Context: an optimization exercise on an open-source flow, tuned for small area, a short achievable clock period and few clock cycles. The choices shown serve that exercise and are no tape-out recipe. At most, simulation tests tie the RTL to the original design; equivalence was not proved. For run 2, only the layout was checked, not whether the RTL still works. Power figures rest on the tool's default switching activity, not on a simulated workload.

File: flow/run.sh
#!/bin/bash
# synth_recipe.tcl (not shown) runs the flow's synth.tcl, then flattens the netlist and writes it again
# the make line also repeats each setting of config.mk as NAME=value (left out here)
make -C /OpenROAD-flow-scripts/flow DESIGN_CONFIG=/design/flow/config.mk WORK_HOME=/design/flow/orfs CLKGATE_MAP_FILE= SYNTH_SCRIPT=/design/flow/synth_recipe.tcl finish
File: flow/config.mk
export PLATFORM = sky130hd
export DESIGN_NAME = kn4_mx_pack
export DESIGN_NICKNAME = kn4_mx_pack
export VERILOG_FILES = /design/flow/design.v
export SDC_FILE = /design/flow/constraint.sdc
export NUM_CORES = 4
export LEC_CHECK = 0
export CAP_MARGIN = 20
export CORE_MARGIN = 2
export CORE_UTILIZATION = 60
export CTS_CLUSTER_DIAMETER = 60
export CTS_CLUSTER_SIZE = 30
export PLACE_DENSITY = 0.7
export SETUP_SLACK_MARGIN = 5
export SLEW_MARGIN = 20
File: flow/constraint.sdc
create_clock -name core_clock -period 15.0 [get_ports {clk}]
set_input_delay 3.0000 -clock core_clock [delete_from_list [all_inputs] [get_ports {clk}]]
set_output_delay 3.0000 -clock core_clock [all_outputs]
set_load 0.01 [all_outputs]
File: flow/design.v
module mx_quant (
    input  wire [14:0] it,
    input  wire [1:0]  fmt,     
    input  wire [2:0]  rnd,     
    input  wire        spec,    
    output wire [7:0]  elem,
    output wire        uf,
    output wire        nx
);
    localparam [2:0] RNE = 3'd0, RTZ = 3'd1, RU = 3'd2, RD = 3'd3, RNA = 3'd4;
    function round_up;
        input [2:0] mode;
        input       neg, lsb, g, s;
        begin
            case (mode)
                RNE:     round_up = g & (s | lsb);
                RU:      round_up = ~neg & (g | s);
                RD:      round_up = neg & (g | s);
                RNA:     round_up = g;
                default: round_up = 1'b0;
            endcase
        end
    endfunction
    wire       sgn  = it[14];
    wire       zero = it[13];
    wire [4:0] ef   = it[12:8];
    wire [2:0] sh   = it[7:5];
    wire [3:0] f    = it[4:1];
    wire       st   = it[0];
    wire fb3 = (fmt == 2'd0) | (fmt == 2'd3);    
    wire [9:0] p = {1'b1, f, 5'b0} >> sh;
    wire [6:0] code = fb3 ? {ef[3:0], p[8:6]} : {ef, p[8:7]};
    wire       lsb  = fb3 ? p[6] : p[7];
    wire       g    = fb3 ? p[5] : p[6];
    wire       s    = (fb3 ? (|p[4:0]) : (|p[5:0])) | st;
    wire       up   = round_up(rnd, sgn, lsb, g, s);
    wire [6:0] code_inc = code + 7'd1;
    wire [6:0] rsum     = up ? code_inc : code;
    reg [6:0] maxc;
    reg       ovf;
    always @* begin
        case (fmt)
            2'd0:    begin maxc = 7'h7E; ovf = (code == 7'h7F) | (up & (code == 7'h7E)); end
            2'd1:    begin maxc = 7'h7B; ovf = up & (code == 7'h7B); end
            default: begin maxc = 7'h1F; ovf = up & (code[4:0] == 5'h1F); end
        endcase
    end
    wire [6:0] mag     = ovf ? maxc : rsum;
    wire       inexact = g | s;
    wire allones = fb3 ? (&f[3:1]) : (&f[3:2]);
    wire g_full  = fb3 ? f[0] : f[1];
    wire s_full  = fb3 ? st : (f[0] | st);
    wire reach   = (sh == 3'd1) & allones & round_up(rnd, sgn, 1'b1, g_full, s_full);
    wire tiny    = (sh != 3'd0) & ~reach;
    wire [6:0] magz = zero ? 7'd0 : mag;
    assign elem = spec ? 8'd0 : (fmt[1] ? {2'b00, sgn, magz[4:0]} : {sgn, magz});
    assign nx   = ~spec & ~zero & (inexact | ovf);
    assign uf   = ~spec & ~zero & inexact & tiny;
endmodule
module kn4_mx_pack (
    input  wire         clk,
    input  wire         rst,           
    input  wire         in_valid,
    output wire         in_ready,
    input  wire [31:0]  in_data,       
    input  wire [1:0]   in_fmt,        
    input  wire [2:0]   in_rnd,        
    output reg          out_valid,
    input  wire         out_ready,
    output reg  [7:0]   out_scale,     
    output reg  [255:0] out_elem,      
    output reg  [3:0]   out_flags      
);
    reg        ir_v;                   
    reg        full;                   
    reg [4:0]  n;                      
    reg [5:0]  r;                      
    reg        f_v, b_v;               
    reg [4:0]  wc;                     
    reg        rdy;                    
    wire pop  = (r != 6'd0) & ~b_v;
    wire load = ir_v & (~full | pop);
    assign in_ready = rdy;
    reg [31:0] ir_d;
    reg [1:0]  ir_fmt;
    reg [2:0]  ir_rnd;
    wire ir_free = ~ir_v | ~full | pop;        
    always @(posedge clk) begin
        if (ir_free) begin
            ir_d   <= in_data;
            ir_fmt <= in_fmt;
            ir_rnd <= in_rnd;
        end
    end
    wire        sgn   = ir_d[31];
    wire [7:0]  ex    = ir_d[30:23];
    wire [22:0] fr    = ir_d[22:0];
    wire        ex_z  = (ex == 8'd0);
    wire        ex_f  = (&ex);
    wire        fr_nz = (fr != 23'd0);
    wire        is_nan  = ex_f & fr_nz;
    wire        is_inf  = ex_f & ~fr_nz;
    wire        is_zero = ex_z & ~fr_nz;
    wire        z16 = ~(|fr[22:7]);
    wire [22:0] nb  = z16 ? {fr[6:0], 16'd0} : fr;
    wire        k1  = ~z16 & (|fr[2:0]);
    wire        z8  = ~(|nb[22:15]);
    wire [22:3] nc  = z8 ? {nb[14:3], 8'd0} : nb[22:3];
    wire        k2  = |nc[10:3];
    wire        z4  = ~(|nc[22:19]);
    wire [22:11] nd = z4 ? {nc[18:11], 4'd0} : nc[22:11];
    wire        k3  = |nd[14:11];
    wire        z2  = ~(|nd[22:21]);
    wire [22:15] ne = z2 ? {nd[20:15], 2'd0} : nd[22:15];
    wire        k4  = |ne[16:15];
    wire        z1  = ~ne[22];
    wire [22:17] ng = z1 ? {ne[21:17], 1'b0} : ne[22:17];
    wire        k5  = ng[17];
    wire [4:0]  lz  = {z16, z8, z4, z2, z1};
    wire [8:0]  c_ex = is_zero ? 9'h100 :
                       ex_z    ? (9'd0 - {4'd0, lz}) :
                                 {1'b0, ex};
    wire [3:0]  c_f  = ex_z ? ng[21:18] : fr[22:19];
    wire        c_st = ex_z ? (k1 | k2 | k3 | k4 | k5) : (|fr[18:0]);
    wire [14:0] cin  = {sgn, c_ex, c_f, c_st};
    reg [1:0] fb_fmt;
    reg [2:0] fb_rnd;
    reg [7:0] fb_mx;                   
    reg       fb_spec, fb_nv;
    function [3:0] emax_of;
        input [1:0] fm;
        case (fm)
            2'd0:    emax_of = 4'd8;
            2'd1:    emax_of = 4'd15;
            2'd2:    emax_of = 4'd4;
            default: emax_of = 4'd2;
        endcase
    endfunction
    function [4:0] cf_of;
        input [1:0] fm;
        case (fm)
            2'd0:    cf_of = 5'd15;
            2'd1:    cf_of = 5'd30;
            2'd2:    cf_of = 5'd7;
            default: cf_of = 5'd3;
        endcase
    endfunction
    function [7:0] bias_of;
        input [1:0] fm;
        case (fm)
            2'd0:    bias_of = 8'd7;
            2'd1:    bias_of = 8'd15;
            2'd2:    bias_of = 8'd3;
            default: bias_of = 8'd1;
        endcase
    endfunction
    wire       first   = (n == 5'd0);
    wire [1:0] fmt_c   = first ? ir_fmt : fb_fmt;
    wire [2:0] rnd_c   = first ? ir_rnd : fb_rnd;
    wire [7:0] mx_prev = first ? {4'd0, emax_of(ir_fmt)} : fb_mx;
    wire [7:0] mx_c    = (ex > mx_prev) ? ex : mx_prev;
    wire       spec_c  = (~first & fb_spec) | ex_f;
    wire       nv_c    = (~first & fb_nv) | is_inf | (is_nan & ~fr[22]);
    wire       trans   = load & (n == 5'd31);
    always @(posedge clk) begin
        if (load) begin
            fb_fmt  <= fmt_c;
            fb_rnd  <= rnd_c;
            fb_mx   <= mx_c;
            fb_spec <= spec_c;
            fb_nv   <= nv_c;
        end
    end
    reg signed [9:0] hd_kn1;
    always @(posedge clk) begin
        if (trans)
            hd_kn1 <= $signed({5'd0, cf_of(fb_fmt)}) - $signed({2'd0, mx_c});
    end
    wire [14:0] stg [0:31];
    genvar gi;
    generate
        for (gi = 0; gi < 32; gi = gi + 1) begin : g_fifo
            reg  [14:0] q;
            wire en = (load & (gi <= n)) | (pop & (gi + r >= 32));
            always @(posedge clk) begin
                if (en) q <= (gi == 0) ? cin : stg[(gi == 0) ? 0 : gi - 1];
            end
            assign stg[gi] = q;
        end
    endgenerate
    wire [14:0] hv   = stg[31];
    wire        h_z  = (hv[13:5] == 9'h100);
    wire signed [9:0] ef = $signed({hv[13], hv[13:5]}) + hd_kn1;    
    wire        ef_z = (ef == 10'd0);
    wire        h_nm = ~ef[9] & ~ef_z;
    wire        ef_n4 = &ef[9:2];                                 
    wire [2:0]  h_sh = h_nm ? 3'd0 :
                       ef_z ? 3'd1 :
                       ef_n4 ? (3'd1 - ef[2:0]) : 3'd5;
    wire [4:0]  h_ef = h_nm ? ef[4:0] : 5'd0;
    wire [14:0] item = {hv[14], h_z, h_ef, h_sh, hv[4:0]};
    reg [1:0] op_fmt;
    reg [2:0] op_rnd;
    reg       op_spec, op_nv;
    always @(posedge clk) begin
        if (pop && r == 6'd32) begin
            op_fmt   <= fb_fmt;
            op_rnd   <= fb_rnd;
            op_spec  <= fb_spec;
            op_nv    <= fb_nv;
        end
    end
    reg [14:0] fq, bq;
    wire wr = f_v & ((wc != 5'd0) | ~out_valid | out_ready);
    always @(posedge clk) begin
        if (~f_v | wr)
            fq <= b_v ? bq : item;
        else if (pop)
            bq <= item;
    end
    wire [7:0] q_elem;
    wire       q_uf, q_nx;
    mx_quant u_q (
        .it(fq), .fmt(op_fmt), .rnd(op_rnd), .spec(op_spec),
        .elem(q_elem), .uf(q_uf), .nx(q_nx)
    );
    wire out_free = ~out_valid | out_ready;
    genvar gj;
    generate
        for (gj = 0; gj < 32; gj = gj + 1) begin : g_out
            wire we = f_v & (wc == gj) & ((gj != 0) | out_free);
            always @(posedge clk) begin
                if (we) out_elem[8*gj +: 8] <= q_elem;
            end
        end
    endgenerate
    always @(posedge clk) begin
        if (wr) begin
            if (wc == 5'd0) begin
                out_scale <= op_spec ? 8'hFF : (bias_of(op_fmt) - hd_kn1[7:0]);
                out_flags <= {op_nv, 1'b0, q_uf, q_nx};
            end else begin
                out_flags[1:0] <= out_flags[1:0] | {q_uf, q_nx};
            end
        end
    end
    wire       ir_v_n = ir_free ? in_valid : ir_v;
    wire [4:0] n_n    = n + {4'd0, load};
    wire [5:0] r_n    = trans ? 6'd32 : (r - {5'd0, pop});
    wire [5:0] occ_n  = {1'b0, n_n} + r_n;
    wire       b_v_n  = (~f_v | wr) ? 1'b0 : (pop | b_v);
    always @(posedge clk) begin
        if (rst) begin
            ir_v      <= 1'b0;
            full      <= 1'b0;
            n         <= 5'd0;
            r         <= 6'd0;
            f_v       <= 1'b0;
            b_v       <= 1'b0;
            wc        <= 5'd0;
            out_valid <= 1'b0;
            rdy       <= 1'b1;
        end else begin
            ir_v <= ir_v_n;
            full <= occ_n[5];
            n    <= n_n;
            r    <= r_n;
            b_v  <= b_v_n;
            rdy  <= ~ir_v_n | ~occ_n[5] | ((r_n != 6'd0) & ~b_v_n);
            if (~f_v | wr)
                f_v <= b_v | pop;
            if (wr)
                wc <= wc + 5'd1;
            if (wr && wc == 5'd31)
                out_valid <= 1'b1;
            else if (out_ready)
                out_valid <= 1'b0;
        end
    end
endmodule
==> flow_metrics.tcl, run 1 <==
set metrics [dict create \
    status "complete, no violations" \
    clk_pin_slew_worst_paths_ns 0.11 \
    worstPathArrival_ns 5.16 \
    synthCells 1644 \
    yosysWarnings 2 \
    numCtsBuffers 44 \
    syn_area_sq_um 30600 \
    p_int_uw 4630 \
    dpl_cell_area_sq_um 34740 \
    endpoint_kind "flop" \
    p_per_area_nw_per_um2 178.2 \
    grt_pass1_vias 14720 \
    core_sq_um 50270 \
    fin_tns_setup_ns 0 \
    cp.required_ns 15.23 \
    gp_congestion 0.8954 \
    drtIter0Drc 1115 \
    synth_edf_count 845 \
    dp_hpwl_mm 39.51 \
    leakage_uw 0.01223 \
    finalSetupViolCount 0 \
    finClkSkew_ns 0.02778 \
    antennaDiodeCount 0 \
    worst_hold_slack_ns 0.4087 \
    switchingPower_uw 1836 \
    vdd_drop_max_v 0.0001202 \
    portBuffers 309 \
    hold_buffers 0 \
    routed_wl_mm 56.89 \
    hold_class "flop to flop" \
    reg2reg_depth 17 \
    hold_viol 0 \
    die_h_um 229.8 \
    io_pins 311 \
    cts_buffer_depth 3 \
    crit_slowest_cell "nor2_2" \
    drive_above_1_share 0.07966 \
    mostFrequentLayoutCells "edfxtp_1 (845), clkdlybuf4s50_1 (309), nor2_1 (121)" \
    cts_root_buf "clkbuf_16" \
    area_growth_pct 18.54 \
    antenna_found_initial 0 \
    max_slew.worst_pin.slew_ns 0.9985 \
    fin_nets 2085 \
    rows 82 \
    timing.fmax_ghz 0.2027 \
    period_minus_slack_ns 4.933 \
    antenna_left 0 \
    clk_latency_ns 0.61 \
    critPathLaunchType "input pin" \
    synth_cell_types 73 \
    first_pass_iters 6 \
    ys.flop_type "edfxtp_1" \
    cts_resized 0 \
    final_common_cell "edfxtp_1" \
    post-route-cell-area_sq_um 36280 \
    pwr-share-comb 0.189 \
    finalCritPeriodShare 0.3289 \
    grt_max_degree 39 \
    async_reset_ff_frac 0 \
    wl_per_cell_um 21.12 \
    viasPerCell 5.616 \
    path_cells "clkdlybuf4s50_1 > nor2b_1 > nor2b_1 > nand2_1 > nor2_2" \
    grt_first_pass_wirelength_mm 86.35 \
    track_usage 0.2137 \
    cpPeakStageDelay_ns 0.78 \
    whs_path_depth 0 \
    cts_setup_buffers 0 \
    rsz0062_at_grt "no" \
    design.die.area_sq_um 52830 \
    power_frac_clock 0.216 \
    vias 15120 \
    clock_sink_count 867 \
    swShare 0.2839 \
    cp_max_fo 18 \
    synth-seq-area-share 0.8435 \
    max_slew_margin 0.3292 \
    overflow 0 \
    synth_nets 1735 \
    ys_ff_latch 867 \
    start_util 0.6088 \
    avgSynthCellArea_sq_um 18.62 \
    seq_power_share 0.595 \
    path_class "input pin to flop" \
    cts_tree "built" \
    die_width_um 229.8 \
    drv_slew 0 \
    drc_errors 0 \
    drv_cap 0 \
    cpMostUsedCell "nor2b_1" \
    htree_levels 2 \
]
-- power groups by stage --
stage	Combinational, uW	Clock [uW]	Sequential, uW
floorplan	775	0	3810
global placement	1180	0	3880
detailed placement	1230	0	3900
CTS	1230	1440	3850
global route	1350	1520	3900
finish	1220	1400	3850
-- synthesized netlist by cell type, drive strengths merged, types with 18 or more instances --
cell / instances / area [sq um]
dfxtp: 22 / 440.4
inv: 50 / 187.7
nor3: 29 / 145.1
nand2b: 18 / 112.6
o22ai: 25 / 156.4
o21ai: 39 / 198.9
nand2: 69 / 259.0
ha: 48 / 600.6
nand3: 24 / 120.1
edfxtp: 845 / 25370
nor2: 123 / 461.7
a21oi: 52 / 260.3
clkbuf: 39 / 146.4
-- sequential cells by signal, indices dropped and copies added (netlist names), 2 cells and up --
signal,count
bq,15
wc,5
ir_d,32
n,5
fq,15
op_fmt,2
ir_fmt,2
out_flags,3
op_rnd,3
out_elem,256
g_fifo.q,480
fb_rnd,3
fb_fmt,2
out_scale,8
ir_rnd,3
fb_mx,8
hd_kn1,9
r,6
-- worst max-delay path, delay by kind of cell --
kind                   cells  cell delay, ns
buffers and inverters      1            0.40
and+or+nand+nor            4            1.75
-- layout make-up --
cell class                 count  area [sq um]
clock buffer                  48          1137
clock inverter                25         396.6
fill                        3135         13990
inverter                      50         187.7
multi-input combinational    682          4508
sequential                   867         25810
tap                          672         840.8
timing repair buffer         349          3393
-- layer usage --
layer,part of all wire,GRT usage,up-vias
met2,0.50,0.3692,512
li1,-,-,7019
met3,0.062,0.03795,72
met5,0,0,-
met4,0.021,0.05726,0
met1,0.42,0.2835,7521
-- path summary, 6_finish.rpt --
check	endpoint	slack, ns	start
worst max-delay path	bq[11]$_DFFE_PP_	10.07	out_ready
worst min-delay path	g_fifo[1].q[6]$_DFFE_PP_	0.41	g_fifo[0].q[6]$_SDFFCE_PP0P_
worst max register to register	hd_kn1[7]$_DFFE_PP_	10.08	n[2]$_SDFF_PP0_
worst min register to register	g_fifo[1].q[6]$_DFFE_PP_	0.41	g_fifo[0].q[6]$_SDFFCE_PP0P_
-- kinds of logic (layout without fill, tap and decap cells) --
| logic type | after synthesis | in the layout | share of synthesized area |
|---|---|---|---|
| AO/OA/AOI/OAI | 217 | 217 | 0.04743 |
| XOR/XNOR | 29 | 29 | 0.008299 |
| adder cells (fa/ha/maj) | 50 | 50 | 0.02093 |
| buffers and inverters | 95 | 472 | 0.01186 |
| flip-flops | 867 | 867 | 0.8435 |
| multiplexers | 32 | 32 | 0.01149 |
| other | 1 | 1 | 0.0001225 |
| AND/OR/NAND/NOR | 353 | 353 | 0.05638 |
-- through the flow --
step,utilization,total power (uW),setup WS [ns],std cells
after floorplan,-,4582,8.925,1644
after global placement,0.6905,5067,9.186,2620
after detailed placement,0.6910,5129,9.110,2620
after CTS,0.7215,6523,9.730,2693
after global routing,0.7216,6771,9.637,2693
final,0.7216,6466,10.07,2693
Testbench counts, summed over its fixed seeds: cycles 12,568.
==> inputs of run 2 (changes only) <==
--- a/flow/design.v
+++ b/flow/design.v
@@ -1,4 +1,4 @@
 module mx_quant (
-    input  wire [14:0] it,
+    input  wire [11:0] it,
     input  wire [1:0]  fmt,     
     input  wire [2:0]  rnd,     
@@ -22,8 +22,9 @@
         end
     endfunction
-    wire       sgn  = it[14];
-    wire       zero = it[13];
-    wire [4:0] ef   = it[12:8];
-    wire [2:0] sh   = it[7:5];
+    wire       sgn  = it[11];
+    wire       nm   = it[10];
+    wire [4:0] ef   = {5{nm}} & it[9:5];
+    wire [2:0] sh   = {3{~nm}} & it[7:5];
+    wire       zero = ~nm & (it[7:5] == 3'd0);
     wire [3:0] f    = it[4:1];
     wire       st   = it[0];
@@ -199,5 +200,6 @@
                        ef_n4 ? (3'd1 - ef[2:0]) : 3'd5;
     wire [4:0]  h_ef = h_nm ? ef[4:0] : 5'd0;
-    wire [14:0] item = {hv[14], h_z, h_ef, h_sh, hv[4:0]};
+    wire [4:0]  h_v  = h_nm ? ef[4:0] : (h_z ? 5'd0 : {2'd0, h_sh});
+    wire [11:0] item = {hv[14], h_nm, h_v, hv[4:0]};
     reg [1:0] op_fmt;
     reg [2:0] op_rnd;
@@ -211,5 +213,5 @@
         end
     end
-    reg [14:0] fq, bq;
+    reg [11:0] fq, bq;
     wire wr = f_v & ((wc != 5'd0) | ~out_valid | out_ready);
     always @(posedge clk) begin
==> flow/flow/run.sh (new file) <==
#!/bin/bash
# Own layout flow: the standard synthesis unchanged, then the standard ORFS
# layout with plain buffers on the ports and timing repair aimed below the
# clock period (SETUP_SLACK_MARGIN) so that the achieved period shrinks.
set -euo pipefail
MARGIN=${MARGIN:-10.8}
bash standard.sh synth > synth.log 2>&1
bash standard.sh "BUFFER_PORTS_ARGS=-buffer_cell sky130_fd_sc_hd__buf_1" \
    "SETUP_SLACK_MARGIN=$MARGIN" finish > layout.log 2>&1
==> flow/standard.sh (new file) <==
#!/bin/bash
# synth_recipe.tcl (not shown) runs the flow's synth.tcl, then flattens the netlist and writes it again
# the make line also repeats each setting of config.mk as NAME=value (left out here)
make -C /OpenROAD-flow-scripts/flow DESIGN_CONFIG=/design/flow/config.mk WORK_HOME=/design/flow/orfs CLKGATE_MAP_FILE= SYNTH_SCRIPT=/design/flow/synth_recipe.tcl "${@:-finish}"
--- a/flow/config.mk
+++ b/flow/config.mk
@@ -6,5 +6,5 @@
 export NUM_CORES = 4
 export LEC_CHECK = 0
-export CAP_MARGIN = 20
+export CAP_MARGIN = 5
 export CORE_MARGIN = 2
 export CORE_UTILIZATION = 60
@@ -12,4 +12,3 @@
 export CTS_CLUSTER_SIZE = 30
 export PLACE_DENSITY = 0.7
-export SETUP_SLACK_MARGIN = 5
-export SLEW_MARGIN = 20
+export SLEW_MARGIN = 5
removed: flow/run.sh
==> run 2 against run 1 <==
Effect of this change: still clean on timing, DRC and antenna; clock-buffer cell count up 1; die area down 0.17%; clock power up 3%; hold slack worse by 0.0045 ns; synthesized area down 0.17%; via count up 2.9%; critical path type is now flop to primary output; critical endpoint is now out_flags[0]; largest power group unchanged.
==> flow_metrics.tcl, run 2 <==
set metrics [dict create \
    numCtsBuffers 46 \
    rows 82 \
    endpoint_kind "primary output" \
    nFillCells 3256 \
    switchingPower_uw 1962 \
    cts_tree "built" \
    drv_cap 0 \
    design.die.area_sq_um 52740 \
    cts_buffer_depth 3 \
    hold_class "flop to flop" \
    path_class "flop to primary output" \
    p_per_area_nw_per_um2 191.3 \
    reg2reg_from "fq[10]$_DFFE_PP_" \
    drtIter0Drc 1382 \
    synthCells 1642 \
    cp_max_fo 2 \
    async_reset_ff_frac 0 \
    multiInputGateArea_sq_um 4752 \
    htree_levels 2 \
    drv_slew 0 \
    synth-seq-area-share 0.8391 \
    avgSynthCellArea_sq_um 18.61 \
    fin_nets 2108 \
    period_minus_slack_ns 4.238 \
    die_h_um 229.7 \
    status "complete, no violations" \
    leakage_uw 0.01165 \
    synth_top_area_cell "edfxtp_1" \
    rsz0062_at_grt "yes" \
    track_usage 0.2196 \
    fin_tns_setup_ns 0 \
    clk_pin_slew_worst_paths_ns 0.09 \
    whs_path_depth 0 \
    first_pass_iters 7 \
    wl_per_cell_um 21.47 \
    top_regs "g_fifo.q (480), out_elem (256), ir_d (32)" \
    overflow 0 \
    regMostFlops "g_fifo.q" \
    swShare 0.2949 \
    rrSetupSlack_ns 10.86 \
    grt_first_pass_wirelength_mm 87.71 \
    mostFrequentLayoutCells "edfxtp_1 (839), buf_1 (296), nor2_1 (107)" \
    synth_nets 1733 \
    finClkSkew_ns 0.02873 \
    synthTopCellsByCount "edfxtp_1 (839), nor2_1 (110), nand2_1 (71), inv_1 (50), ha_1 (48)" \
    ys.flop_type "edfxtp_1" \
    clk_latency_ns 0.61 \
    timing.fmax_ghz 0.2360 \
    dp_hpwl_mm 40.15 \
    cpPeakStageDelay_ns 0.47 \
    vias 15560 \
    syn_area_sq_um 30550 \
    crit_buf_inv 1 \
    hp-start "g_fifo[1].q[7]$_DFFE_PP_" \
    final-seq-area_sq_um 25650 \
    met1_length_mm 24.34 \
    finalCritPeriodShare 0.2825 \
    synth_cell_types 79 \
    drc_errors 0 \
    die_width_um 229.7 \
    pre_cts_ws_ns 10.07 \
    cp.required_ns 12.00 \
    crit_slowest_cell "edfxtp_1" \
    viasPerCell 5.709 \
    synth.area.top_cells "edfxtp_1 (82%), ha_1 (2.0%), dfxtp_1 (1.4%)" \
    final_common_cell "edfxtp_1" \
    p_int_uw 4690 \
    netlist.area_leader.share 0.8246 \
    clock_sink_count 861 \
    path_cells "buf_1" \
    worstPathArrival_ns 1.24 \
    wl_met2_mm 29.05 \
    vdd_drop_max_v 0.0001477 \
    critPathTopFamily "flip-flops" \
    max_slew.worst_pin.slew_ns 1.028 \
    reg2reg_depth 14 \
    drive_above_1_share 0.1132 \
    yosysWarnings 2 \
    critPathLaunchType "flop" \
    fin_ws_ns 10.76 \
    power_frac_clock 0.217 \
    max_slew_margin 0.3130 \
    finalSetupViolCount 0 \
    antenna_left 0 \
    start_util 0.6090 \
    wl_met3_mm 3.459 \
    worstReg2RegEnd "out_elem[123]$_DFFE_PP_" \
    largest_reg_flops 480 \
    antenna_found_initial 3 \
    routed_wl_mm 58.51 \
    highest_layer "met5" \
    portBuffers 309 \
    grt_max_degree 39 \
    grt_pass1_vias 14840 \
    pwr-share-comb 0.202 \
    seq_power_share 0.581 \
    core_sq_um 50170 \
    area_growth_pct 13.84 \
    io_pins 311 \
    gp_congestion 0.9044 \
    synth.most_common_cell "edfxtp_1" \
    hold_viol 0 \
    ys_ff_latch 861 \
    cts_root_buf "clkbuf_16" \
    whs_endpoint "g_fifo[2].q[7]$_DFFE_PP_" \
    synth_edf_count 839 \
]
run 2: changes by cell type in the layout (fill, tap and decap cells not counted), sizes merged, moves of 7 or more:
cell           change
buf              +325
clkbuf             +8
clkdlybuf4s50    -309
nor2              -13
nor2b              +7
or2                -7
run 2: through the flow:
| step | hold WS [ns] | util | instance area, sq um | std cells | power, uW |
|---|---|---|---|---|---|
| 2_1_floorplan | 0.4003 | - | 30640 | 1642 | 4673 |
| 3_3_place_gp | 0.4004 | 0.6524 | 32730 | 2611 | 5145 |
| 3_5_place_dp | 0.4045 | 0.6524 | 32730 | 2611 | 5206 |
| 4_1_cts | 0.3968 | 0.6892 | 34580 | 2706 | 6682 |
| 5_1_grt | 0.4081 | 0.6932 | 34780 | 2725 | 6973 |
| 6_report | 0.4042 | 0.6932 | 34780 | 2725 | 6652 |
run 2: how the worst max path moves through the flow:
stage,from,endpoint,cells after the start
finish,out_flags[0]$_DFFE_PP_,out_flags[0],1
global route,fq[10]$_DFFE_PP_,out_elem[11]$_DFFE_PP_,14
CTS,out_flags[0]$_DFFE_PP_,out_flags[0],1
detailed placement,op_fmt[1]$_DFFE_PP_,out_elem[30]$_DFFE_PP_,15
global placement,op_fmt[1]$_DFFE_PP_,out_elem[38]$_DFFE_PP_,15
floorplan,out_ready,bq[0]$_DFFE_PP_,4
run 2: cell families after synthesis:
| kind of cell | after synthesis | synth area share |
|---|---|---|
| mux | 30 | 0.01032 |
| buf+inv | 97 | 0.01270 |
| flops | 861 | 0.8391 |
| compound gates | 227 | 0.05201 |
| fa+ha+maj | 50 | 0.02097 |
| xor+xnor | 28 | 0.008027 |
| simple gates | 348 | 0.05680 |
| other cells | 1 | 0.0001227 |
run 2: area by class of cell:
cell class / instances / share of cell area
Tap cell: 672 / 0.02418
Sequential cell: 861 / 0.7375
Clock buffer: 49 / 0.03526
Timing Repair Buffer: 372 / 0.04860
Multi-Input combinational cell: 686 / 0.1366
Inverter: 50 / 0.005504
Clock inverter: 32 / 0.01216
Antenna cell: 3 / 0.0002159
run 2: timing repair:
| item | 4_1_cts | 5_1_grt |
|---|---|---|
| hold buffers | 0 | 0 |
| pin swaps | 3 | 9 |
| setup endpoints to repair | 244 | 235 |
| gates resized for setup | 22 | 26 |
| setup buffers | 12 | 16 |
| gates cloned | 2 | 0 |
run 2: power by group through the flow:
stage / logic (uW) / clock network, uW / registers, uW
after floorplan: 843 / 0 / 3830
after global placement: 1240 / 0 / 3910
after detailed placement: 1280 / 0 / 3930
after CTS: 1320 / 1490 / 3880
after global routing: 1480 / 1570 / 3920
final: 1350 / 1440 / 3860
run 2: routing by layer:
| metal | global-route usage | up-vias |
|---|---|---|
| li1 | - | 7098 |
| met1 | 0.3136 | 7813 |
| met2 | 0.3561 | 545 |
| met3 | 0.03175 | 99 |
| met4 | 0.07082 | 2 |
| met5 | 0 | - |

port drivers added, routing unchanged:
In the flow no input, the clock included, has a driving cell. The finished layouts below were timed again as built, in two steps. Step 1: set_driving_cell puts a clkbuf_16 on clk and a buf_2 on each other input, an assumption about the parent block. Step 2 also shifts input and output timing later by t, the mid clock arrival at the registers, as if the neighbouring blocks saw the same clock. a / b / c = ideal ports / drivers / drivers and shift; a / b = the first two.
run | t, ns | slack for setup (ns) | latest minus earliest clock arrival (ns)
run 1 | 0.647 | 10.067 / 10.081 / 9.435 | 0.029 / 0.029
run 2 | 0.659 | 10.762 / 10.703 / 10.458 | 0.031 / 0.031
After both steps setup and hold are still met in every run listed. For run 1, which loses most, drivers alone change the setup slack by +0.014 ns; drivers and shift together by -0.632 ns.
